Source: an optimization exercise on an open RTL-to-GDS flow (aim: small area and a short achievable clock period). Production flows keep margins and buffers that such runs may drop.
Function was not checked in any run shown here: the RTL went through the layout flow alone.

==> flow/design.v (outline; a module is shown in full before it is edited, if it fits) <==
// module rs37_decoder: 2304 lines
module rs37_decoder (
    input  wire         clk,
    input  wire         rst,
    input  wire         in_valid,
    input  wire [295:0] in_word,
    input  wire [2:0]   in_poison,
    output reg          out_valid,
    output reg  [255:0] out_data,
    output reg  [1:0]   out_result,
    output reg  [7:0]   out_sym_a,
    output reg  [7:0]   out_sym_b
);
  // ...
==> flow/flow/run.sh <==
#!/bin/bash
# Own flow: the standard layout (standard.sh) with two changes:
#  - synthesis maps the combinational logic with flow/abc.script (area-oriented
#    mapping, then buffering and sizing) instead of ORFS's abc_speed.script;
#    the rest of the synthesis is synth_recipe.tcl unchanged (see synth.tcl);
#  - the port buffers are buf_2 cells (ORFS's buffer_ports picks a delay cell,
#    clkdlybuf4s50_1, by default). Every port still gets its buffer.
# The ORFS tools write their logs to orfs/logs; make's output is in flow_make.log.
set -euo pipefail
WORK=$(pwd)
export OWN_WORK=$WORK
export OWN_ABC_SCRIPT=$WORK/flow/abc.script
bash standard.sh SYNTH_SCRIPT=$WORK/flow/synth.tcl \
  "BUFFER_PORTS_ARGS=-buffer_cell sky130_fd_sc_hd__buf_2" finish > $WORK/flow_make.log 2>&1
==> flow/flow/abc.script <==
strash
dch
map -a
topo
stime -c
buffer -c
upsize -c
dnsize -c
==> flow/flow/synth.tcl <==
# The standard synthesis (synth_recipe.tcl, unchanged), with one difference: abc maps the
# combinational logic with flow/abc.script (area-oriented mapping, then buffering and sizing)
# instead of ORFS's abc_speed.script. Flip-flops are mapped by dfflibmap as before.
proc abc {args} {
  set i [lsearch -exact $args -script]
  if {$i >= 0} { lset args [expr {$i + 1}] $::env(OWN_ABC_SCRIPT) }
  yosys abc {*}$args
}
source $::env(OWN_WORK)/synth_recipe.tcl
==> flow/standard.sh <==
#!/bin/bash
# synth_recipe.tcl (not shown) runs the flow's synth.tcl, then flattens the netlist and writes it again
# the make line also repeats each setting of config.mk as NAME=value (left out here)
make -C /OpenROAD-flow-scripts/flow DESIGN_CONFIG=/design/flow/config.mk WORK_HOME=/design/flow/orfs CLKGATE_MAP_FILE= SYNTH_SCRIPT=/design/flow/synth_recipe.tcl "${@:-finish}"
==> flow/config.mk <==
export PLATFORM = sky130hd
export DESIGN_NAME = rs37_decoder
export DESIGN_NICKNAME = rs37_decoder
export VERILOG_FILES = /design/flow/design.v
export SDC_FILE = /design/flow/constraint.sdc
export NUM_CORES = 4
export LEC_CHECK = 0
export CAP_MARGIN = 20
export CORE_MARGIN = 2
export CORE_UTILIZATION = 50
export PLACE_DENSITY = 0.65
export SLEW_MARGIN = 20
==> flow/constraint.sdc <==
create_clock -name core_clock -period 25.0 [get_ports {clk}]
set_input_delay 5.0000 -clock core_clock [delete_from_list [all_inputs] [get_ports {clk}]]
set_output_delay 5.0000 -clock core_clock [all_outputs]
set_load 0.01 [all_outputs]
==> results.json, run 1 <==
{
  "sh_seq_area": 0.350,
  "final_max_slew_viol_count": 0,
  "muxShareOfSynthArea": 0,
  "required_ns": 25.70,
  "synth_compound_area_frac": 0.0444,
  "clock-root-buffer": "clkbuf_16",
  "fin_ws_ns": 17.58,
  "vias_per_cell": 5.96,
  "arrival_ns": 8.12,
  "drive_gt1_frac": 0.123,
  "multi_input_area_share": 0.488,
  "final.period_utilization": 0.297,
  "core_area_sq_mm": 0.150,
  "syn_area_per_cell_sq_um": 8.68,
  "hp-class": "flip-flop to flip-flop",
  "synth.cell_area_sq_mm": 0.0758,
  "synth_edf_count": 0,
  "cp-start-kind": "flip-flop",
  "synth.largest_area_cell": "dfxtp_1",
  "drc": 0,
  "post-cts-setup-buffer-count": 0,
  "pre_cts_ws_ns": 17.87,
  "status": "complete, no violations",
  "hpwl_um": 319000,
  "clk_latency_ns": 0.84,
  "gp_congestion": 1.15,
  "globalRouteMet2Util": 0.705,
  "post_dp_cell_area_sq_mm": 0.0814,
  "synth_top_area_share": 0.401,
  "hold_depth": 0,
  "start_util": 0.505,
  "yosysMostFrequentCell": "xor2_1",
  "rsz0062_at_grt": "no",
  "synth_xor_area_frac": 0.361,
  "vias": 68900
}
==> run 2: changes to the inputs <==
--- a/flow/design.v
+++ b/flow/design.v
@@ -48,323 +48,28 @@
             qsolve[2] = a[0] ^ a[3] ^ a[4] ^ a[6];
             qsolve[3] = a[1] ^ a[2] ^ a[3] ^ a[4];
             qsolve[4] = a[0] ^ a[7];
             qsolve[5] = a[1] ^ a[2] ^ a[3] ^ a[4] ^ a[6];
             qsolve[6] = a[0] ^ a[1] ^ a[2] ^ a[4] ^ a[7];
             qsolve[7] = a[0] ^ a[1] ^ a[2] ^ a[4];
         end
     endfunction
+    localparam [8*256-1:0] INV_TAB = 2048'hFD7EFF7F75E8D442C9D38F03EAB5E7E36AB2216DB4F374FAF1E2B186F0E63F1491190A9978767310D6D743F9F6C871293AA87D855A62F7D29EA3B86535A55912B6AE9A957B0764C5AFBFF2EB6BEEE587B7BE089C3C0D3BCE0546C234C69F821CA2C709AC94BDDC0B5C0FBC9B4F44DF18F50269532D273149B0E4CC7C1DA1541BFCFECD84BB0677DB79DAFBE9D911D128322FEC20B3EF8D524D17C4B95BCA572441370E9763CBC11361251A818C682338934567161E2B883004A64E92D5F85F36E1150CABA9CF22505E40C3A42E6F89486E338B264A1FD0708A2C56605139ED6C2A4B83A08055DE90664C3EE058C072D8965DAA3D98DD9DADBA7AA747F48E0100;
     function [7:0] gf_inv;
         input [7:0] a;
         begin
-            case (a)
-                8'h00: gf_inv = 8'h00;
-                8'h01: gf_inv = 8'h01;
-                8'h02: gf_inv = 8'h8E;
-                8'h03: gf_inv = 8'hF4;
-                8'h04: gf_inv = 8'h47;
-                8'h05: gf_inv = 8'hA7;
-                8'h06: gf_inv = 8'h7A;
-                8'h07: gf_inv = 8'hBA;
-                8'h08: gf_inv = 8'hAD;
-                8'h09: gf_inv = 8'h9D;
-                8'h0A: gf_inv = 8'hDD;
-                8'h0B: gf_inv = 8'h98;
-                8'h0C: gf_inv = 8'h3D;
-                8'h0D: gf_inv = 8'hAA;
-                8'h0E: gf_inv = 8'h5D;
-                8'h0F: gf_inv = 8'h96;
-                8'h10: gf_inv = 8'hD8;
-                8'h11: gf_inv = 8'h72;
-                8'h12: gf_inv = 8'hC0;
-                8'h13: gf_inv = 8'h58;
-                8'h14: gf_inv = 8'hE0;
-                8'h15: gf_inv = 8'h3E;
-                8'h16: gf_inv = 8'h4C;
-                8'h17: gf_inv = 8'h66;
-                8'h18: gf_inv = 8'h90;
-                8'h19: gf_inv = 8'hDE;
-                8'h1A: gf_inv = 8'h55;
-                8'h1B: gf_inv = 8'h80;
-                8'h1C: gf_inv = 8'hA0;
-                8'h1D: gf_inv = 8'h83;
-                8'h1E: gf_inv = 8'h4B;
-                8'h1F: gf_inv = 8'h2A;
-                8'h20: gf_inv = 8'h6C;
-                8'h21: gf_inv = 8'hED;
-                8'h22: gf_inv = 8'h39;
-                8'h23: gf_inv = 8'h51;
-                8'h24: gf_inv = 8'h60;
-                8'h25: gf_inv = 8'h56;
-                8'h26: gf_inv = 8'h2C;
-                8'h27: gf_inv = 8'h8A;
-                8'h28: gf_inv = 8'h70;
-                8'h29: gf_inv = 8'hD0;
-                8'h2A: gf_inv = 8'h1F;
-                8'h2B: gf_inv = 8'h4A;
-                8'h2C: gf_inv = 8'h26;
-                8'h2D: gf_inv = 8'h8B;
-                8'h2E: gf_inv = 8'h33;
-                8'h2F: gf_inv = 8'h6E;
-                8'h30: gf_inv = 8'h48;
-                8'h31: gf_inv = 8'h89;
-                8'h32: gf_inv = 8'h6F;
-                8'h33: gf_inv = 8'h2E;
-                8'h34: gf_inv = 8'hA4;
-                8'h35: gf_inv = 8'hC3;
-                8'h36: gf_inv = 8'h40;
-                8'h37: gf_inv = 8'h5E;
-                8'h38: gf_inv = 8'h50;
-                8'h39: gf_inv = 8'h22;
-                8'h3A: gf_inv = 8'hCF;
-                8'h3B: gf_inv = 8'hA9;
-                8'h3C: gf_inv = 8'hAB;
-                8'h3D: gf_inv = 8'h0C;
-                8'h3E: gf_inv = 8'h15;
-                8'h3F: gf_inv = 8'hE1;
-                8'h40: gf_inv = 8'h36;
-                8'h41: gf_inv = 8'h5F;
-                8'h42: gf_inv = 8'hF8;
-                8'h43: gf_inv = 8'hD5;
-                8'h44: gf_inv = 8'h92;
-                8'h45: gf_inv = 8'h4E;
-                8'h46: gf_inv = 8'hA6;
-                8'h47: gf_inv = 8'h04;
-                8'h48: gf_inv = 8'h30;
-                8'h49: gf_inv = 8'h88;
-                8'h4A: gf_inv = 8'h2B;
-                8'h4B: gf_inv = 8'h1E;
-                8'h4C: gf_inv = 8'h16;
-                8'h4D: gf_inv = 8'h67;
-                8'h4E: gf_inv = 8'h45;
-                8'h4F: gf_inv = 8'h93;
-                8'h50: gf_inv = 8'h38;
-                8'h51: gf_inv = 8'h23;
-                8'h52: gf_inv = 8'h68;
-                8'h53: gf_inv = 8'h8C;
-                8'h54: gf_inv = 8'h81;
-                8'h55: gf_inv = 8'h1A;
-                8'h56: gf_inv = 8'h25;
-                8'h57: gf_inv = 8'h61;
-                8'h58: gf_inv = 8'h13;
-                8'h59: gf_inv = 8'hC1;
-                8'h5A: gf_inv = 8'hCB;
-                8'h5B: gf_inv = 8'h63;
-                8'h5C: gf_inv = 8'h97;
-                8'h5D: gf_inv = 8'h0E;
-                8'h5E: gf_inv = 8'h37;
-                8'h5F: gf_inv = 8'h41;
-                8'h60: gf_inv = 8'h24;
-                8'h61: gf_inv = 8'h57;
-                8'h62: gf_inv = 8'hCA;
-                8'h63: gf_inv = 8'h5B;
-                8'h64: gf_inv = 8'hB9;
-                8'h65: gf_inv = 8'hC4;
-                8'h66: gf_inv = 8'h17;
-                8'h67: gf_inv = 8'h4D;
-                8'h68: gf_inv = 8'h52;
-                8'h69: gf_inv = 8'h8D;
-                8'h6A: gf_inv = 8'hEF;
-                8'h6B: gf_inv = 8'hB3;
-                8'h6C: gf_inv = 8'h20;
-                8'h6D: gf_inv = 8'hEC;
-                8'h6E: gf_inv = 8'h2F;
-                8'h6F: gf_inv = 8'h32;
-                8'h70: gf_inv = 8'h28;
-                8'h71: gf_inv = 8'hD1;
-                8'h72: gf_inv = 8'h11;
-                8'h73: gf_inv = 8'hD9;
-                8'h74: gf_inv = 8'hE9;
-                8'h75: gf_inv = 8'hFB;
-                8'h76: gf_inv = 8'hDA;
-                8'h77: gf_inv = 8'h79;
-                8'h78: gf_inv = 8'hDB;
-                8'h79: gf_inv = 8'h77;
-                8'h7A: gf_inv = 8'h06;
-                8'h7B: gf_inv = 8'hBB;
-                8'h7C: gf_inv = 8'h84;
-                8'h7D: gf_inv = 8'hCD;
-                8'h7E: gf_inv = 8'hFE;
-                8'h7F: gf_inv = 8'hFC;
-                8'h80: gf_inv = 8'h1B;
-                8'h81: gf_inv = 8'h54;
-                8'h82: gf_inv = 8'hA1;
-                8'h83: gf_inv = 8'h1D;
-                8'h84: gf_inv = 8'h7C;
-                8'h85: gf_inv = 8'hCC;
-                8'h86: gf_inv = 8'hE4;
-                8'h87: gf_inv = 8'hB0;
-                8'h88: gf_inv = 8'h49;
-                8'h89: gf_inv = 8'h31;
-                8'h8A: gf_inv = 8'h27;
-                8'h8B: gf_inv = 8'h2D;
-                8'h8C: gf_inv = 8'h53;
-                8'h8D: gf_inv = 8'h69;
-                8'h8E: gf_inv = 8'h02;
-                8'h8F: gf_inv = 8'hF5;
-                8'h90: gf_inv = 8'h18;
-                8'h91: gf_inv = 8'hDF;
-                8'h92: gf_inv = 8'h44;
-                8'h93: gf_inv = 8'h4F;
-                8'h94: gf_inv = 8'h9B;
-                8'h95: gf_inv = 8'hBC;
-                8'h96: gf_inv = 8'h0F;
-                8'h97: gf_inv = 8'h5C;
-                8'h98: gf_inv = 8'h0B;
-                8'h99: gf_inv = 8'hDC;
-                8'h9A: gf_inv = 8'hBD;
-                8'h9B: gf_inv = 8'h94;
-                8'h9C: gf_inv = 8'hAC;
-                8'h9D: gf_inv = 8'h09;
-                8'h9E: gf_inv = 8'hC7;
-                8'h9F: gf_inv = 8'hA2;
-                8'hA0: gf_inv = 8'h1C;
-                8'hA1: gf_inv = 8'h82;
-                8'hA2: gf_inv = 8'h9F;
-                8'hA3: gf_inv = 8'hC6;
-                8'hA4: gf_inv = 8'h34;
-                8'hA5: gf_inv = 8'hC2;
-                8'hA6: gf_inv = 8'h46;
-                8'hA7: gf_inv = 8'h05;
-                8'hA8: gf_inv = 8'hCE;
-                8'hA9: gf_inv = 8'h3B;
-                8'hAA: gf_inv = 8'h0D;
-                8'hAB: gf_inv = 8'h3C;
-                8'hAC: gf_inv = 8'h9C;
-                8'hAD: gf_inv = 8'h08;
-                8'hAE: gf_inv = 8'hBE;
-                8'hAF: gf_inv = 8'hB7;
-                8'hB0: gf_inv = 8'h87;
-                8'hB1: gf_inv = 8'hE5;
-                8'hB2: gf_inv = 8'hEE;
-                8'hB3: gf_inv = 8'h6B;
-                8'hB4: gf_inv = 8'hEB;
-                8'hB5: gf_inv = 8'hF2;
-                8'hB6: gf_inv = 8'hBF;
-                8'hB7: gf_inv = 8'hAF;
-                8'hB8: gf_inv = 8'hC5;
-                8'hB9: gf_inv = 8'h64;
-                8'hBA: gf_inv = 8'h07;
-                8'hBB: gf_inv = 8'h7B;
-                8'hBC: gf_inv = 8'h95;
-                8'hBD: gf_inv = 8'h9A;
-                8'hBE: gf_inv = 8'hAE;
-                8'hBF: gf_inv = 8'hB6;
-                8'hC0: gf_inv = 8'h12;
-                8'hC1: gf_inv = 8'h59;
-                8'hC2: gf_inv = 8'hA5;
-                8'hC3: gf_inv = 8'h35;
-                8'hC4: gf_inv = 8'h65;
-                8'hC5: gf_inv = 8'hB8;
-                8'hC6: gf_inv = 8'hA3;
-                8'hC7: gf_inv = 8'h9E;
-                8'hC8: gf_inv = 8'hD2;
-                8'hC9: gf_inv = 8'hF7;
-                8'hCA: gf_inv = 8'h62;
-                8'hCB: gf_inv = 8'h5A;
-                8'hCC: gf_inv = 8'h85;
-                8'hCD: gf_inv = 8'h7D;
-                8'hCE: gf_inv = 8'hA8;
-                8'hCF: gf_inv = 8'h3A;
-                8'hD0: gf_inv = 8'h29;
-                8'hD1: gf_inv = 8'h71;
-                8'hD2: gf_inv = 8'hC8;
-                8'hD3: gf_inv = 8'hF6;
-                8'hD4: gf_inv = 8'hF9;
-                8'hD5: gf_inv = 8'h43;
-                8'hD6: gf_inv = 8'hD7;
-                8'hD7: gf_inv = 8'hD6;
-                8'hD8: gf_inv = 8'h10;
-                8'hD9: gf_inv = 8'h73;
-                8'hDA: gf_inv = 8'h76;
-                8'hDB: gf_inv = 8'h78;
-                8'hDC: gf_inv = 8'h99;
-                8'hDD: gf_inv = 8'h0A;
-                8'hDE: gf_inv = 8'h19;
-                8'hDF: gf_inv = 8'h91;
-                8'hE0: gf_inv = 8'h14;
-                8'hE1: gf_inv = 8'h3F;
-                8'hE2: gf_inv = 8'hE6;
-                8'hE3: gf_inv = 8'hF0;
-                8'hE4: gf_inv = 8'h86;
-                8'hE5: gf_inv = 8'hB1;
-                8'hE6: gf_inv = 8'hE2;
-                8'hE7: gf_inv = 8'hF1;
-                8'hE8: gf_inv = 8'hFA;
-                8'hE9: gf_inv = 8'h74;
-                8'hEA: gf_inv = 8'hF3;
-                8'hEB: gf_inv = 8'hB4;
-                8'hEC: gf_inv = 8'h6D;
-                8'hED: gf_inv = 8'h21;
-                8'hEE: gf_inv = 8'hB2;
-                8'hEF: gf_inv = 8'h6A;
-                8'hF0: gf_inv = 8'hE3;
-                8'hF1: gf_inv = 8'hE7;
-                8'hF2: gf_inv = 8'hB5;
-                8'hF3: gf_inv = 8'hEA;
-                8'hF4: gf_inv = 8'h03;
-                8'hF5: gf_inv = 8'h8F;
-                8'hF6: gf_inv = 8'hD3;
-                8'hF7: gf_inv = 8'hC9;
-                8'hF8: gf_inv = 8'h42;
-                8'hF9: gf_inv = 8'hD4;
-                8'hFA: gf_inv = 8'hE8;
-                8'hFB: gf_inv = 8'h75;
-                8'hFC: gf_inv = 8'h7F;
-                8'hFD: gf_inv = 8'hFF;
-                8'hFE: gf_inv = 8'h7E;
-                8'hFF: gf_inv = 8'hFD;
-                default: gf_inv = 8'h00;
-            endcase
+            gf_inv = INV_TAB[8*a +: 8];
         end
     endfunction
+    localparam [8*256-1:0] IDX_TAB = 2048'h3F3F3F3F3F3F3F3F3F3F3F3F3F3F3F3F3F3F3F3F3F0E3F193F3F3F3F3F3F3F3F3F3F3F3F3F3F3F3F3F3F3F3F3F3F3F3F3F3F183F3F3F0D3F3F3F3F3F3F3F3F053F3F3F3F3F3F3F3F3F3F3F103F3F3F3F3F3F3F3F3F3F3F3F3F3F3F3F3F3F3F3F3F3F04013F3F3F133F3F3F3F3F3F3F3F0C3F3F3F3F3F3F3F173F3F3F3F3F3F1D3F3F3F3F3F3F3F3F3F3F0F1A3F3F3F3F3F3F3F3F3F3F3F3F3F3F3F3F3F3F3F063F3F3F3F3F113F3F3F3F3F3F3F3F3F3F3F023F143F3F3F3F3F3F3F3F3F3F3F1E3F3F3F3F3F1B3F3F3F3F3F3F3F3F3F073F3F123F3F3F3F3F0315003F3F3F3F1F3F3F1C3F3F3F3F083F3F3F3F163F3F203F3F3F093F3F3F213F0A3F220B23243F;
     function [5:0] loc_idx;
         input [7:0] x;
         begin
-            case (x)
-                8'h25: loc_idx = 6'd0;
-                8'h9C: loc_idx = 6'd1;
-                8'h4E: loc_idx = 6'd2;
-                8'h27: loc_idx = 6'd3;
-                8'h9D: loc_idx = 6'd4;
-                8'hC0: loc_idx = 6'd5;
-                8'h60: loc_idx = 6'd6;
-                8'h30: loc_idx = 6'd7;
-                8'h18: loc_idx = 6'd8;
-                8'h0C: loc_idx = 6'd9;
-                8'h06: loc_idx = 6'd10;
-                8'h03: loc_idx = 6'd11;
-                8'h8F: loc_idx = 6'd12;
-                8'hC9: loc_idx = 6'd13;
-                8'hEA: loc_idx = 6'd14;
-                8'h75: loc_idx = 6'd15;
-                8'hB4: loc_idx = 6'd16;
-                8'h5A: loc_idx = 6'd17;
-                8'h2D: loc_idx = 6'd18;
-                8'h98: loc_idx = 6'd19;
-                8'h4C: loc_idx = 6'd20;
-                8'h26: loc_idx = 6'd21;
-                8'h13: loc_idx = 6'd22;
-                8'h87: loc_idx = 6'd23;
-                8'hCD: loc_idx = 6'd24;
-                8'hE8: loc_idx = 6'd25;
-                8'h74: loc_idx = 6'd26;
-                8'h3A: loc_idx = 6'd27;
-                8'h1D: loc_idx = 6'd28;
-                8'h80: loc_idx = 6'd29;
-                8'h40: loc_idx = 6'd30;
-                8'h20: loc_idx = 6'd31;
-                8'h10: loc_idx = 6'd32;
-                8'h08: loc_idx = 6'd33;
-                8'h04: loc_idx = 6'd34;
-                8'h02: loc_idx = 6'd35;
-                8'h01: loc_idx = 6'd36;
-                default: loc_idx = 6'd63;
-            endcase
+            loc_idx = IDX_TAB[8*x +: 6];
         end
     endfunction
     localparam [8*37-1:0] ALOC = 296'h01020408102040801D3A74E8CD8713264C982D5AB475EAC98F03060C183060C09D274E9C25;
     reg         v1;
     reg         m1;
     reg [295:0] w1;
     always @(posedge clk) begin
         if (rst)
==> flow/flow/run.sh (replaced) <==
#!/bin/bash
# Own flow: the standard layout (standard.sh) with these changes:
#  - synthesis maps the combinational logic with flow/abc.script (area-oriented
#    mapping, then buffering and sizing) instead of ORFS's abc_speed.script;
#    the rest of the synthesis is synth_recipe.tcl unchanged (see synth.tcl);
#  - the port buffers are buf_2 cells (ORFS's buffer_ports otherwise picks the
#    delay cell clkdlybuf4s50_1). Every port still gets its buffer;
#  - the delay cells (clkdlybuf4s*, dlygate*, dlymetal*) are added to the
#    platform's don't-use list, so that the resizer buffers long wires with
#    buf_* cells.
# The ORFS tools write their logs to orfs/logs; make's output is in flow_make.log.
set -euo pipefail
WORK=$(pwd)
export OWN_WORK=$WORK
export OWN_ABC_SCRIPT=$WORK/flow/abc.script
DU=$(make -C "$FLOW_HOME" DESIGN_CONFIG=$WORK/config.mk WORK_HOME=$WORK/orfs print-DONT_USE_CELLS 2> $WORK/flow_dontuse.log | sed -n 's/^DONT_USE_CELLS: //p')
[ -n "$DU" ] || { echo "no DONT_USE_CELLS"; exit 1; }
for c in clkdlybuf4s15_1 clkdlybuf4s15_2 clkdlybuf4s18_1 clkdlybuf4s18_2 clkdlybuf4s25_1 \
         clkdlybuf4s25_2 clkdlybuf4s50_1 clkdlybuf4s50_2 dlygate4sd1_1 dlygate4sd2_1 \
         dlygate4sd3_1 dlymetal6s2s_1 dlymetal6s4s_1 dlymetal6s6s_1; do
  DU="$DU sky130_fd_sc_hd__$c"
done
bash standard.sh SYNTH_SCRIPT=$WORK/flow/synth.tcl "DONT_USE_CELLS=$DU" \
  "BUFFER_PORTS_ARGS=-buffer_cell sky130_fd_sc_hd__buf_2" finish > $WORK/flow_make.log 2>&1
==> flow/config.mk (replaced) <==
export PLATFORM = sky130hd
export DESIGN_NAME = rs37_decoder
export DESIGN_NICKNAME = rs37_decoder
export VERILOG_FILES = /design/flow/design.v
export SDC_FILE = /design/flow/constraint.sdc
export NUM_CORES = 4
export LEC_CHECK = 0
export CAP_MARGIN = 40
export CORE_MARGIN = 2
export CORE_UTILIZATION = 50
export PLACE_DENSITY = 0.65
export SLEW_MARGIN = 50
==> results.json, run 2 <==
{
  "final_hold_viol_count": 0,
  "clock.fmax_mhz": 138,
  "grt_pass1_vias": 65800,
  "clock-root-buffer": "clkbuf_16",
  "num-fill-cells": 12900,
  "start_util": 0.504,
  "synthCells": 8884,
  "drc": 0,
  "final_max_slew_viol_count": 0,
  "fin_area_sq_mm": 0.0886,
  "synth_edf_count": 0,
  "overflow": 0,
  "maxCapViolCount": 0,
  "ios": 577,
  "cp_slowest_cell": "dfxtp_2",
  "dr.pass1.iters": 10,
  "largest_register_ffs": 296,
  "cpLargestDelayFamily": "simple AND/OR/NAND/NOR gates",
  "grtUsageTotal": 0.504,
  "clkTransAtPathRegs_ns": 0.07,
  "ant_nets": 0,
  "synth_top_cells_by_count": "1798 x xor2_1, 1520 x dfxtp_1, 1469 x nand2_1",
  "layout_common_cells": "1734 x xor2_1, 1472 x dfxtp_1, 1456 x nand2_1, 1222 x xnor2_1, 805 x nor2_1",
  "place_inst": 11400,
  "final_common_cell": "xor2_1",
  "routed_wl_um": 408000,
  "antenna_found_initial": 72,
  "cts_max_path_buffers": 3,
  "synth_warnings": 1,
  "vias": 69200,
  "clk_latency_ns": 0.87,
  "required_ns": 25.65,
  "synth-seq-cells": 1520,
  "arrival_ns": 7.90,
  "numPortBuffers": 576,
  "cpMostUsedCell": "nand2_1",
  "cp-start-kind": "flip-flop",
  "drive_gt1_frac": 0.141,
  "post-cts-setup-buffer-count": 0,
  "synth_area_leaders": "dfxtp_1 40%, xor2_1 21%, xnor2_1 15%",
  "status": "complete, no violations",
  "syn_to_final_growth_pct": 15.5,
  "worstMarginPinSlew_ns": 0.920,
  "dieHeight_um": 396,
  "cts_resized": 0,
  "rows": 143,
  "skew_ns": 0.0691,
  "synth.largest_area_cell": "dfxtp_1",
  "finalSetupTns_ns": 0,
  "yosysSeqAreaShare": 0.396,
  "fin_cells": 11700,
  "synth_cell_types": 69,
  "max_slew_margin": 0.385,
  "yosysMostFrequentCell": "xor2_1",
  "path_max_fanout": 17,
  "synth.cell_area_sq_mm": 0.0768,
  "critPathBufInv": 5,
  "hold_buffers": 0,
  "h-tree-depth": 4,
  "top_register": "w1",
  "drt-initial-drc-count": 11700,
  "period_minus_slack_ns": 7.25,
  "syn_area_per_cell_sq_um": 8.64,
  "dieArea_sq_mm": 0.157,
  "synth_top_area_share": 0.396,
  "grt_pass1_wl_um": 542000,
  "cp_slowest_stage_delay_ns": 0.58,
  "rsz0062_at_grt": "no",
  "numCtsBuffers": 145,
  "synth_flop_cell": "dfxtp_1",
  "end_kind": "flip-flop",
  "gp_congestion": 1.18,
  "vias_per_cell": 5.92,
  "hpwl_um": 325000,
  "nNetsFinal": 9867,
  "grt_start_max_net_pins": 64,
  "setup_viol": 0,
  "final.period_utilization": 0.290,
  "crit_type": "flip-flop to flip-flop",
  "hp-class": "flip-flop to flip-flop",
  "async_flop_share": 0,
  "whs_ns": 0.266,
  "post_dp_cell_area_sq_mm": 0.0832,
  "die_w_um": 396,
  "cts_tree": "done",
  "wl_per_cell_um": 34.9,
  "core_area_sq_mm": 0.152,
  "synth_fp_nets": 9238,
  "cts.sinks": 1520
}
[run 2: kinds of logic after synthesis]
logic type               count (synthesis)  synth area share
adder cells (fa/ha/maj)                 53           0.00861
flip-flops                            1520             0.396
XOR/XNOR                              3124             0.358
buffers and inverters                  825            0.0420
AO/OA/AOI/OAI                          663            0.0526
AND/OR/NAND/NOR                       2699             0.143
[run 2: path summary, 6_finish.rpt]
path	slack, ns	startpoint	cells after the start	to
max	17.75	s0_r2[7]	29	inva_r3[6]
min	0.27	d_r2[83]	0	d_r3[83]
max reg2reg	17.75	s0_r2[7]	29	inva_r3[6]
min reg2reg	0.27	d_r2[83]	0	d_r3[83]
[run 2: final cells by class]
class	instances	area, sq um	area share
diodes	31	77.6	0.000875
clock buffers	188	4040	0.0456
clock inverters	75	991	0.0112
inverters	568	2150	0.0243
multi-input cells	6539	44700	0.504
flip-flops and latches	1520	30500	0.344
well taps	2030	2540	0.0287
repair buffers	739	3650	0.0412
[run 2: metrics by stage]
step,utilization,setup slack (ns)
floorplan,-,19.51
global placement,0.537,17.65
detailed placement,0.546,17.85
CTS,0.579,17.81
global route,0.582,17.54
finish,0.582,17.75
[run 2: worst reg2reg max path, delay by kind of cell, from the launching register on]
| kind | cells | cell delay [ns] |
|---|---|---|
| AOI/OAI and AO/OA | 6 | 1.10 |
| adders and majority gates | 1 | 0.32 |
| xor gates and xnor gates | 2 | 0.56 |
| DFF | 1 | 0.58 |
| buffers and inverters | 5 | 1.05 |
| and+or+nand+nor | 15 | 3.48 |
[run 2: metal layers]
layer,part of all wire,GRT usage
met1,0.36,0.624
met2,0.39,0.708
met3,0.14,0.180
met4,0.10,0.393
met5,0.00093,0.0102

-- afterwards: timing with drivers on the ports --
No port has a modelled driver above. Below, the same layouts with a new extraction and two added sets of constraints.
Step 1: set_driving_cell puts a clkbuf_16 on clk and a buf_2 on each other input, an assumption about the parent block.
Step 2 moves the port delays by t, midway between the first and last clock arrival at a register: inputs arrive t later, outputs are due t later. That takes back most of the time a late clock gives input paths.
Three values: ideal ports, drivers, drivers and shift; two values: the first two.
| run | shift t [ns] | setup slack, ns | worst slew at a driven data input, ns |
|---|---|---|---|
| run 1 | 0.898 | 17.580 / 17.580 / 17.580 | 0.18 |
| run 2 | 0.919 | 17.747 / 17.747 / 17.747 | 0.11 |
After both steps every run listed still meets setup and hold.
